This is an optimization exercise on Yosys and OpenROAD, whose aim is small area, a short achievable clock period and few clock cycles, not a production implementation. Function was checked by simulation only, so behaviour that the tests miss may differ from the original. Power is estimated from default activity; no workload was simulated.

==> inputs of run G <==
==> flow/design.v (excerpt) <==
module nlm_sorter (
    input  wire               clk,
    input  wire               rst,
    output wire               ready,
    input  wire               wr_en,
    input  wire [4:0]         wr_idx,
    input  wire [15:0]        wr_vcap,
    input  wire               wr_svc,
    input  wire               start,
    input  wire signed [23:0] v_arm,
    input  wire signed [15:0] i_p,
    input  wire [14:0]        i_dead,
    input  wire [15:0]        band,
    input  wire               full_bridge,
    output reg                done,
    output reg  [31:0]        mask,      
    output reg  [5:0]         n_out,
    output reg                neg,
    output reg                dir
);
    localparam N = 32;
    function [31:0] addp;
        input [31:0] a, b;
        input        cin;
        reg   [31:0] g, p, gg, pp, cy;
        integer d, i;
        begin
            g = a & b;
            p = a ^ b;
            gg = g; pp = p;
            for (d = 1; d < 32; d = d * 2)
                for (i = 31; i >= d; i = i - 1) begin
                    gg[i] = gg[i] | (pp[i] & gg[i-d]);
                    pp[i] = pp[i] & pp[i-d];
                end
            cy[0] = cin;
            for (i = 1; i < 32; i = i + 1)
                cy[i] = gg[i-1] | (pp[i-1] & cin);
            addp = p ^ cy;
        end
    endfunction
    function lt16;
        input [15:0] a, b;
        reg   [31:0] s;
  ...
make LEC_CHECK=0 CAP_MARGIN=40 CORE_MARGIN=2 CORE_UTILIZATION=25 PLACE_DENSITY=0.35 SLEW_MARGIN=40 finish   # period 12.0 ns
run.sh (not shown) runs the stock make flow with config.mk's settings and CLKGATE_MAP_FILE= SYNTH_SCRIPT=/design/flow/synth_recipe.tcl, a recipe that flattens the netlist after the stock synthesis.
==> run M: changes against run G <==
--- a/flow/design.v
+++ b/flow/design.v
@@ -52,69 +52,73 @@
     reg  [15:0] is_ip;
     reg  [14:0] is_dead;
     reg  [15:0] is_band;
     reg         is_fb;
     reg         busy;            
     reg  [4:0]  cc;              
-    wire go = pend && !busy;     
-    assign ready = !pend || !busy;
+    reg  [15:0] tv [0:32];
+    reg  [32:0] tsvc;
+    reg  [5:0]  hd;              
+    reg         wb_v;            
+    reg  [4:0]  wb_idx;
+    reg  [15:0] wb_val;
+    reg         wb_s;
+    wire wmatch = wb_v && (hd == {1'b0, wb_idx});
+    wire go = pend && !busy && (hd == 6'd32);
+    assign ready = (!wb_v || wmatch) && (!pend || go);
     wire wr_fire    = ready && wr_en;
     wire start_fire = ready && start && !wr_en;
-    reg  [15:0] tv [0:N-1];
-    reg  [N-1:0] tsvc;
-    reg         ir_wr;
-    reg  [4:0]  ir_idx;
-    reg  [15:0] ir_v;
-    reg         ir_s;
     reg         u_wr;
     reg  [15:0] u_old, u_new;
     reg         u_so, u_sn;
     reg  [20:0] s_sum;
     reg  [5:0]  m_cnt;
-    wire [15:0] t_old  = tv[ir_idx];
     wire [20:0] s_x  = s_sum ^ {5'd0, u_new} ^ {5'h1f, ~u_old};
     wire [20:0] s_c  = (s_sum & {5'd0, u_new}) | (s_sum & {5'h1f, ~u_old}) |
                        ({5'd0, u_new} & {5'h1f, ~u_old});
     wire [31:0] s_upd = addp({11'd0, s_x}, {10'd0, s_c, 1'b0}, 1'b1);
     wire [31:0] m_upd = addp({26'd0, m_cnt}, {26'd0, {5{u_so & !u_sn}}, u_so ^ u_sn}, 1'b0);
-    wire        ts_old = tsvc[ir_idx];
+    integer t;
     always @(posedge clk) begin
-        ir_idx <= wr_idx;
-        ir_v   <= wr_vcap;
-        ir_s   <= wr_svc;
-        u_old  <= ts_old ? t_old : 16'd0;
-        u_new  <= ir_s ? ir_v : 16'd0;
-        u_so   <= ts_old;
-        u_sn   <= ir_s;
-        if (ir_wr)
-            tv[ir_idx] <= ir_v;
+        for (t = 0; t < 32; t = t + 1)
+            tv[t] <= tv[t+1];
+        tv[32] <= wmatch ? wb_val : tv[0];
+        if (wr_fire) begin
+            wb_idx <= wr_idx;
+            wb_val <= wr_vcap;
+            wb_s   <= wr_svc;
+        end
+        u_old  <= tsvc[0] ? tv[0] : 16'd0;
+        u_new  <= wb_s ? wb_val : 16'd0;
+        u_so   <= tsvc[0];
+        u_sn   <= wb_s;
         if (rst) begin
-            ir_wr <= 1'b0;
+            hd    <= 6'd32;
+            wb_v  <= 1'b0;
             u_wr  <= 1'b0;
-            tsvc  <= {N{1'b0}};
+            tsvc  <= 33'd0;
             s_sum <= 21'd0;
             m_cnt <= 6'd0;
         end else begin
-            ir_wr <= wr_fire;
-            u_wr  <= ir_wr;
-            if (ir_wr)
-                tsvc[ir_idx] <= ir_s;
+            hd    <= (hd == 6'd32) ? 6'd0 : hd + 6'd1;
+            wb_v  <= wr_fire || (wb_v && !wmatch);
+            u_wr  <= wmatch;
+            tsvc  <= {wmatch ? wb_s : tsvc[0], tsvc[32:1]};
             if (u_wr) begin
                 s_sum <= s_upd[20:0];
                 m_cnt <= m_upd[5:0];
             end
         end
     end
     reg  [15:0] rv [0:N-1];
     reg  [N-1:0] rsvc;
-    integer t;
     always @(posedge clk) begin
         if (go) begin
             for (t = 0; t < N; t = t + 1)
-                rv[t] <= tv[t];
-            rsvc <= tsvc;
+                rv[t] <= tv[t+1];
+            rsvc <= tsvc[32:1];
         end
     end
     reg         pdir;
     reg  [23:0] a_abs;
     reg         r_neg, r_zero, r_d, chg;
     reg  [15:0] r_band;
==> flow_summary.toml <==
[final_layout]
fin_util_pct = 29.4

[status]
status = "finished clean"

[yosys]
synth_cells = 7917

[min_path]
hold_end = "rv[3][6]"

[place]
place_area_um2 = 108000
The numbers above come from run G.

==> flow_summary.toml <==
[drt]
dr.pass1.iters = 6

[status]
status = "finished clean"

[yosys]
yosysMostFrequentCell = "ha_1"

[min_path]
hold_end = "tv[0][10]"

[place]
place_area_um2 = 97200
dpl.cell_count = 12400

[final_layout]
finalNonFillerCells = 12800
fin_util_pct = 29.4
The numbers above come from run M.

Testbench counts of run G, summed over its fixed seeds: cycles 12,984.
Testbench counts of run M, summed over its fixed seeds: cycles 12,984.

* * *

==> inputs of v28 <==
Another version of the RTL of nlm_sorter (not shown whole).
Settings: LEC_CHECK=0, CAP_MARGIN=20, CORE_MARGIN=2, CORE_UTILIZATION=25, CTS_CLUSTER_DIAMETER=90, CTS_CLUSTER_SIZE=24, PLACE_DENSITY=0.35, SLEW_MARGIN=20; clock period 12.0 ns.
==> inputs of v17, as changes to v28 <==
--- a/flow/design.v
+++ b/flow/design.v
@@ -55,15 +55,15 @@
     reg  [15:0] tv [0:32];
     reg  [32:0] tsvc;
     reg  [5:0]  hd;
     reg         wb_v;
     reg  [4:0]  wb_idx;
     reg  [15:0] wb_val;
     reg         wb_s;
-    reg  wmatch;                 
+    wire wmatch = wb_v && (hd == {1'b0, wb_idx});
     reg  go_r;
     wire go = go_r;             
     reg  ready_r;
     assign ready = ready_r;
     wire wr_fire    = ready && wr_en;
     wire start_fire = ready && start && !wr_en;
     wire       wb_v_n   = wr_fire || (wb_v && !wmatch);
@@ -71,51 +71,45 @@
     wire [5:0] hd_n     = (hd == 6'd32) ? 6'd0 : hd + 6'd1;
     wire       pend_n   = start_fire || (pend && !go);
     wire       busy_n   = go || (busy && (cc != C_END));
     wire       ready_n  = (!wb_v_n || (hd_n == {1'b0, wb_idx_n})) &&
                           (!pend_n || (!busy_n && hd_n == 6'd32));
     reg  [20:0] s_sum;
     reg  [5:0]  m_cnt;
-    reg         ds_v;
-    reg  [15:0] ds_new, ds_old;
-    wire [15:0] s_old = ds_old;
-    wire [15:0] s_new = ds_new;
+    wire [15:0] s_old = tsvc[0] ? tv[0] : 16'd0;
+    wire [15:0] s_new = wb_s ? wb_val : 16'd0;
     wire [20:0] s_x  = s_sum ^ {5'd0, s_new} ^ {5'h1f, ~s_old};
     wire [20:0] s_c  = (s_sum & {5'd0, s_new}) | (s_sum & {5'h1f, ~s_old}) |
                        ({5'd0, s_new} & {5'h1f, ~s_old});
     wire [31:0] s_upd = addp({11'd0, s_x}, {10'd0, s_c, 1'b0}, 1'b1);
     wire [31:0] m_upd = addp({26'd0, m_cnt}, {26'd0, {5{tsvc[0] & !wb_s}}, tsvc[0] ^ wb_s}, 1'b0);
     integer t;
     always @(posedge clk) begin
         for (t = 0; t < 32; t = t + 1)
             tv[t] <= tv[t+1];
         tv[32] <= wmatch ? wb_val : tv[0];
-        ds_new <= wb_s ? wb_val : 16'd0;
-        ds_old <= tsvc[0] ? tv[0] : 16'd0;
         if (wr_fire) begin
             wb_idx <= wr_idx;
             wb_val <= wr_vcap;
             wb_s   <= wr_svc;
         end
         if (rst) begin
             hd    <= 6'd32;
             wb_v  <= 1'b0;
             tsvc  <= 33'd0;
             s_sum <= 21'd0;
             m_cnt <= 6'd0;
-            ds_v  <= 1'b0;
         end else begin
             hd    <= hd_n;
             wb_v  <= wb_v_n;
             tsvc  <= {wmatch ? wb_s : tsvc[0], tsvc[32:1]};
-            ds_v  <= wmatch;
-            if (ds_v)
+            if (wmatch) begin
                 s_sum <= s_upd[20:0];
-            if (wmatch)
                 m_cnt <= m_upd[5:0];
+            end
         end
     end
     reg         pdir;
     reg         r_neg, r_zero, r_d, chg;
     reg         r_dir;
     wire [31:0] dmi = addp({17'd0, i_dead}, {{16{~i_p[15]}}, ~i_p}, 1'b1);
     wire [31:0] dpi = addp({17'd0, i_dead}, {{16{i_p[15]}}, i_p}, 1'b0);
@@ -127,43 +121,36 @@
     reg  [29:0] rem;
     reg  [27:0] dd;
     reg  [5:0]  q;
     reg         ovf;
     reg  [5:0]  n_r;
     wire [31:0] rem_t = addp({2'd0, rem}, {4'hf, ~dd}, 1'b1);           
     wire [31:0] ovf_t = addp({2'd0, rem}, {3'h7, ~dd, 1'b1}, 1'b1);     
-    reg  [27:0] a_sh;            
-    reg  [1:0]  m_sh;            
-    wire [31:0] o0 = {3'd0, m_sh[0] ? a_sh : 28'd0, 1'b0};
-    wire [31:0] o1 = {2'd0, m_sh[1] ? a_sh : 28'd0, 2'b0};
-    wire [31:0] o3 = {2'd0, rem};
-    wire [31:0] x1s = o0 ^ o1 ^ o3;
-    wire [31:0] x1c = {((o0 & o1) | (o0 & o3) | (o1 & o3)), 1'b0};
-    wire [31:0] num32 = addp(x1s, x1c, 1'b0);
-    wire       q0 = !rem_t[31];
-    function [5:0] nfun;
-        input [4:0] qv;
-        begin
-            nfun = (r_zero || sreg == 21'd0 || mreg == 6'd0) ? 6'd0 :
-                   (ovf || {1'b0, qv} > mreg) ? mreg : {1'b0, qv};
-        end
-    endfunction
-    wire [5:0] nsel0 = nfun({q[3:0], 1'b0});
-    wire [5:0] nsel1 = nfun({q[3:0], 1'b1});
-    wire [7:0] ksel0 = 8'd128 - {2'b00, nsel0};
-    wire [7:0] ksel1 = 8'd128 - {2'b00, nsel1};
+    reg  [26:0] a_sh;            
+    reg  [2:0]  m_sh;            
+    wire [31:0] o0 = {4'd0, m_sh[0] ? a_sh : 27'd0, 1'b0};
+    wire [31:0] o1 = {3'd0, m_sh[1] ? a_sh : 27'd0, 2'b0};
+    wire [31:0] o2 = {2'd0, m_sh[2] ? a_sh : 27'd0, 3'b0};
+    wire [31:0] o3 = ph[1] ? {11'd0, sreg} : {2'd0, rem};
+    wire [31:0] x1s = o0 ^ o1 ^ o2;
+    wire [31:0] x1c = {((o0 & o1) | (o0 & o2) | (o1 & o2)), 1'b0};
+    wire [31:0] x2s = x1s ^ x1c ^ o3;
+    wire [31:0] x2c = {((x1s & x1c) | (x1s & o3) | (x1c & o3)), 1'b0};
+    wire [31:0] num32 = addp(x2s, x2c, 1'b0);
+    wire [5:0] nsel = (r_zero || sreg == 21'd0 || mreg == 6'd0) ? 6'd0 :
+                      (ovf || q > mreg) ? mreg : q;
     reg  [15:0] rk [0:N-1];      
     reg  [N-1:0] cy;             
     reg  [N-1:0] cy_n;
     reg  [N-1:0] blp, ltvp, eqp, topp;
     reg          gp;
     wire [N-1:0] bl = gp ? blp : ltvp;
     wire [N-1:0] eq = eqp & (gp ? ~topp : topp);
     reg  [15:0] bsh;             
-    reg  adding;                 
+    wire adding = |ph[8:1];
     wire xm     = !chg;                      
     reg  srch;                               
     wire last   = (cc == C_SRCL);
     wire [4:0] ixs;
     genvar gb;
     generate
         for (gb = 0; gb < 5; gb = gb + 1) begin : g_ixs
@@ -189,18 +176,17 @@
         end
     end
     reg  [N-1:0] g0r, g1r;
     wire [N-1:0] ltv = gp ? g0r : g1r;
     wire [N-1:0] ltv_g0 = bl | (eq & ~rk_top & ~rk_nxt);
     wire [N-1:0] ltv_g1 = ltv | (eq & rk_top & ~rk_nxt);
     reg  [7:0] kreg;
-    wire [7:0] s_cnt0, s_cnt1;
-    nls_pop32k u_pop0 (.x(g0r), .k(kreg), .s(s_cnt0));
-    nls_pop32k u_pop1 (.x(g1r), .k(kreg), .s(s_cnt1));
-    wire ge = gp ? s_cnt0[7] : s_cnt1[7];
+    wire [7:0] s_cnt;
+    nls_pop32k u_pop (.x(ltv), .k(kreg), .s(s_cnt));
+    wire ge = s_cnt[7];
     always @(posedge clk) begin
         for (c = 0; c < N; c = c + 1) begin
             if (go) begin
                 rk[c] <= tv[c+1];
                 cy[c] <= 1'b0;
             end else if (adding) begin : add2
                 reg [1:0] ua, ub;
@@ -215,92 +201,108 @@
                 cy[c] <= rk[c][15];
             end
         end
         if (go)
             bsh <= is_band;
         else
             bsh <= {2'b00, bsh[15:2]};
-        eqp  <= go ? tsvc[32:1] : eq;
-        blp  <= ph[8] ? {N{1'b0}} : bl;
-        ltvp <= ltv;
-        topp <= srch ? rk_top : {N{1'b0}};
-        gp   <= srch ? ge : 1'b1;
-        g0r  <= ph[8] ? (eqp & ~cy_n) : ltv_g0;    
-        g1r  <= ltv_g1;
-        if (ph[8])
+        if (go) begin
+            eqp  <= tsvc[32:1];       
+        end else if (ph[8]) begin
+            blp  <= {N{1'b0}};
+            gp   <= 1'b1;
+            topp <= {N{1'b0}};
+            g0r  <= eqp & ~cy_n;      
             srch <= 1'b1;
-        else if (srch)
+        end else if (srch) begin
+            blp  <= bl;
+            ltvp <= ltv;
+            eqp  <= eq;
+            topp <= rk_top;
+            gp   <= ge;
+            g0r  <= ltv_g0;
+            g1r  <= ltv_g1;
             srch <= !last;
+        end else begin
+            blp  <= bl;
+            eqp  <= eq;
+            gp   <= 1'b1;
+            topp <= {N{1'b0}};
+        end
         if (rst)
             srch <= 1'b0;
     end
     always @(posedge clk) begin
-        a_sh <= go ? {4'd0, is_varm[23] ? neg_v[23:0] : is_varm} : {a_sh[25:0], 2'd0};
-        m_sh <= go ? m_cnt[1:0] : ph[1] ? mreg[3:2] : mreg[5:4];
-        dd   <= ph[3] ? {2'b0, sreg, 5'd0} : dd >> 1;
-        q    <= ph[3] ? 6'd0 : {q[4:0], !rem_t[31]};
-        if (go)
-            rem <= {9'd0, ds_v ? s_upd[20:0] : s_sum};    
-        else if (ph[1] || ph[2] || ph[3])
-            rem <= num32[29:0];
-        else if (!rem_t[31])
-            rem <= rem_t[29:0];
-    end
-    always @(posedge clk) begin
         if (rst) begin
             ready_r <= 1'b1;
             go_r    <= 1'b0;
-            wmatch  <= 1'b0;
             ph      <= 8'd0;
-            adding  <= 1'b0;
             pend  <= 1'b0;
             busy  <= 1'b0;
             cc    <= 5'd0;
             pdir  <= 1'b1;
             done  <= 1'b0;
             mask  <= {N{1'b0}};
             n_out <= 6'd0;
             neg   <= 1'b0;
             dir   <= 1'b1;
         end else begin
             done    <= 1'b0;
             ready_r <= ready_n;
-            wmatch  <= wb_v_n && (hd_n == {1'b0, wb_idx_n});
             go_r    <= pend_n && !busy_n && (hd_n == 6'd32);
             if (start_fire) begin
                 pend    <= 1'b1;
                 is_varm <= v_arm;
                 is_gt   <= dmi[31];
                 is_lt   <= dpi[31];
                 is_band <= band;
                 is_fb   <= full_bridge;
             end else if (go) begin
                 pend <= 1'b0;
             end
             ph <= {ph[7:1], go};
-            adding <= go || (adding && !ph[8]);
             if (go) begin
                 busy   <= 1'b1;
                 cc     <= 5'd1;
+                a_sh   <= {3'd0, is_varm[23] ? neg_v[23:0] : is_varm};
+                m_sh   <= m_cnt[2:0];
                 r_neg  <= new_neg;
                 r_zero <= !is_fb && is_varm[23];
                 r_d    <= new_d;
                 chg    <= new_d ^ new_neg;
                 mreg   <= m_cnt;
+                sreg   <= s_sum;
                 r_dir  <= (m_cnt == 6'd0) ? pdir : new_d;
                 pdir   <= (m_cnt == 6'd0) ? pdir : new_d;
             end else if (busy) begin
                 cc <= cc + 5'd1;
-                if (ph[1])
-                    sreg <= s_sum;    
-                if (ph[4])
-                    ovf <= !ovf_t[31];
+                if (ph[1]) begin
+                    rem  <= num32[29:0];
+                    a_sh <= {a_sh[23:0], 3'd0};
+                    m_sh <= mreg[5:3];
+                end
+                if (ph[2]) begin
+                    rem <= num32[29:0];
+                    dd  <= {2'b0, sreg, 5'd0};
+                    q   <= 6'd0;
+                end
+                if (|ph[7:3]) begin
+                    if (ph[3])
+                        ovf <= !ovf_t[31];
+                    if (!rem_t[31]) begin
+                        rem <= rem_t[29:0];
+                        q   <= {q[4:0], 1'b1};
+                    end else begin
+                        q   <= {q[4:0], 1'b0};
+                    end
+                    dd <= dd >> 1;
+                end
                 if (ph[8]) begin
-                    n_r  <= q0 ? nsel1 : nsel0;
-                    kreg <= q0 ? ksel1 : ksel0;
+                    n_r  <= nsel;
+                    kreg <= 8'd128 - {2'b00, nsel};
                 end
                 if (cc == C_END) begin
                     busy  <= 1'b0;
                     cc    <= 5'd0;
                     mask  <= (n_r != 6'd0) ? (bl | eq) : {N{1'b0}};
                     done  <= 1'b1;
                     n_out <= n_r;
==> flow/config.mk (replaced) <==
export PLATFORM = sky130hd
export DESIGN_NAME = nlm_sorter
export DESIGN_NICKNAME = nlm_sorter
export VERILOG_FILES = /design/flow/design.v
export SDC_FILE = /design/flow/constraint.sdc
export NUM_CORES = 4
export LEC_CHECK = 0
export CAP_MARGIN = 40
export CORE_MARGIN = 2
export CORE_UTILIZATION = 25
export PLACE_DENSITY = 0.35
export SLEW_MARGIN = 40
==> inputs of v8, as changes to v28 <==
==> flow/config.mk (replaced) <==
export PLATFORM = sky130hd
export DESIGN_NAME = nlm_sorter
export DESIGN_NICKNAME = nlm_sorter
export VERILOG_FILES = /design/flow/design.v
export SDC_FILE = /design/flow/constraint.sdc
export NUM_CORES = 4
export LEC_CHECK = 0
export CAP_MARGIN = 20
export CORE_MARGIN = 2
export CORE_UTILIZATION = 45
export CTS_CLUSTER_DIAMETER = 80
export CTS_CLUSTER_SIZE = 20
export PLACE_DENSITY = 0.6
export SLEW_MARGIN = 20
==> notes.md <==
- Of v8 and v17, v8 has the higher first-iteration DRC count (gap about 11%, measured against v17).
- Between v17 and v28, the lower sequential cell count is in v17 (gap 33).
- In combinational power, v28 is at 4.5 times the value of v17.
- Of v8 and v17, v17 has the higher cell count (gap about 18%, measured against v17).
Testbench counts of v28, summed over its fixed seeds: cycles 12,928.
Testbench counts of v17, summed over its fixed seeds: cycles 12,928.
Testbench counts of v8, summed over its fixed seeds: cycles 12,928.

[static timing again, ports no longer ideal]
No port has a modelled driver above. Below, the same layouts with a new extraction and two added sets of constraints. Step 1, drivers: a clkbuf_16 drives clk and a buf_2 each remaining input, both assumed. Step 2 times the ports against the registers' clock, not the clock port: input delays grow and output delays shrink by t, the midpoint of the rising clock arrivals with the driver on. Three values: ideal ports, drivers, drivers and shift; two values: the first two.
| run | t (ns) | setup slack, ns | clock arrival spread, ns | worst slew at a driven data input, ns |
|---|---|---|---|---|
| run G | 1.022 | 1.612 / 1.612 / 1.612 | 0.098 / 0.098 | 0.11 |
| run M | 0.957 | 1.481 / 1.481 / 1.481 | 0.085 / 0.085 | 0.10 |
| v28 | 0.853 | 7.514 / 7.473 / 7.317 | 0.046 / 0.045 | 0.08 |
| v17 | 0.910 | 6.835 / 6.835 / 6.835 | 0.042 / 0.042 | 0.12 |
| v8 | 0.794 | 7.269 / 7.269 / 7.269 | 0.037 / 0.037 | 0.07 |
After both steps every run listed still meets setup and hold. The setup slack of v28, which loses most, moves by -0.041 ns with the drivers and by -0.197 ns with both steps.
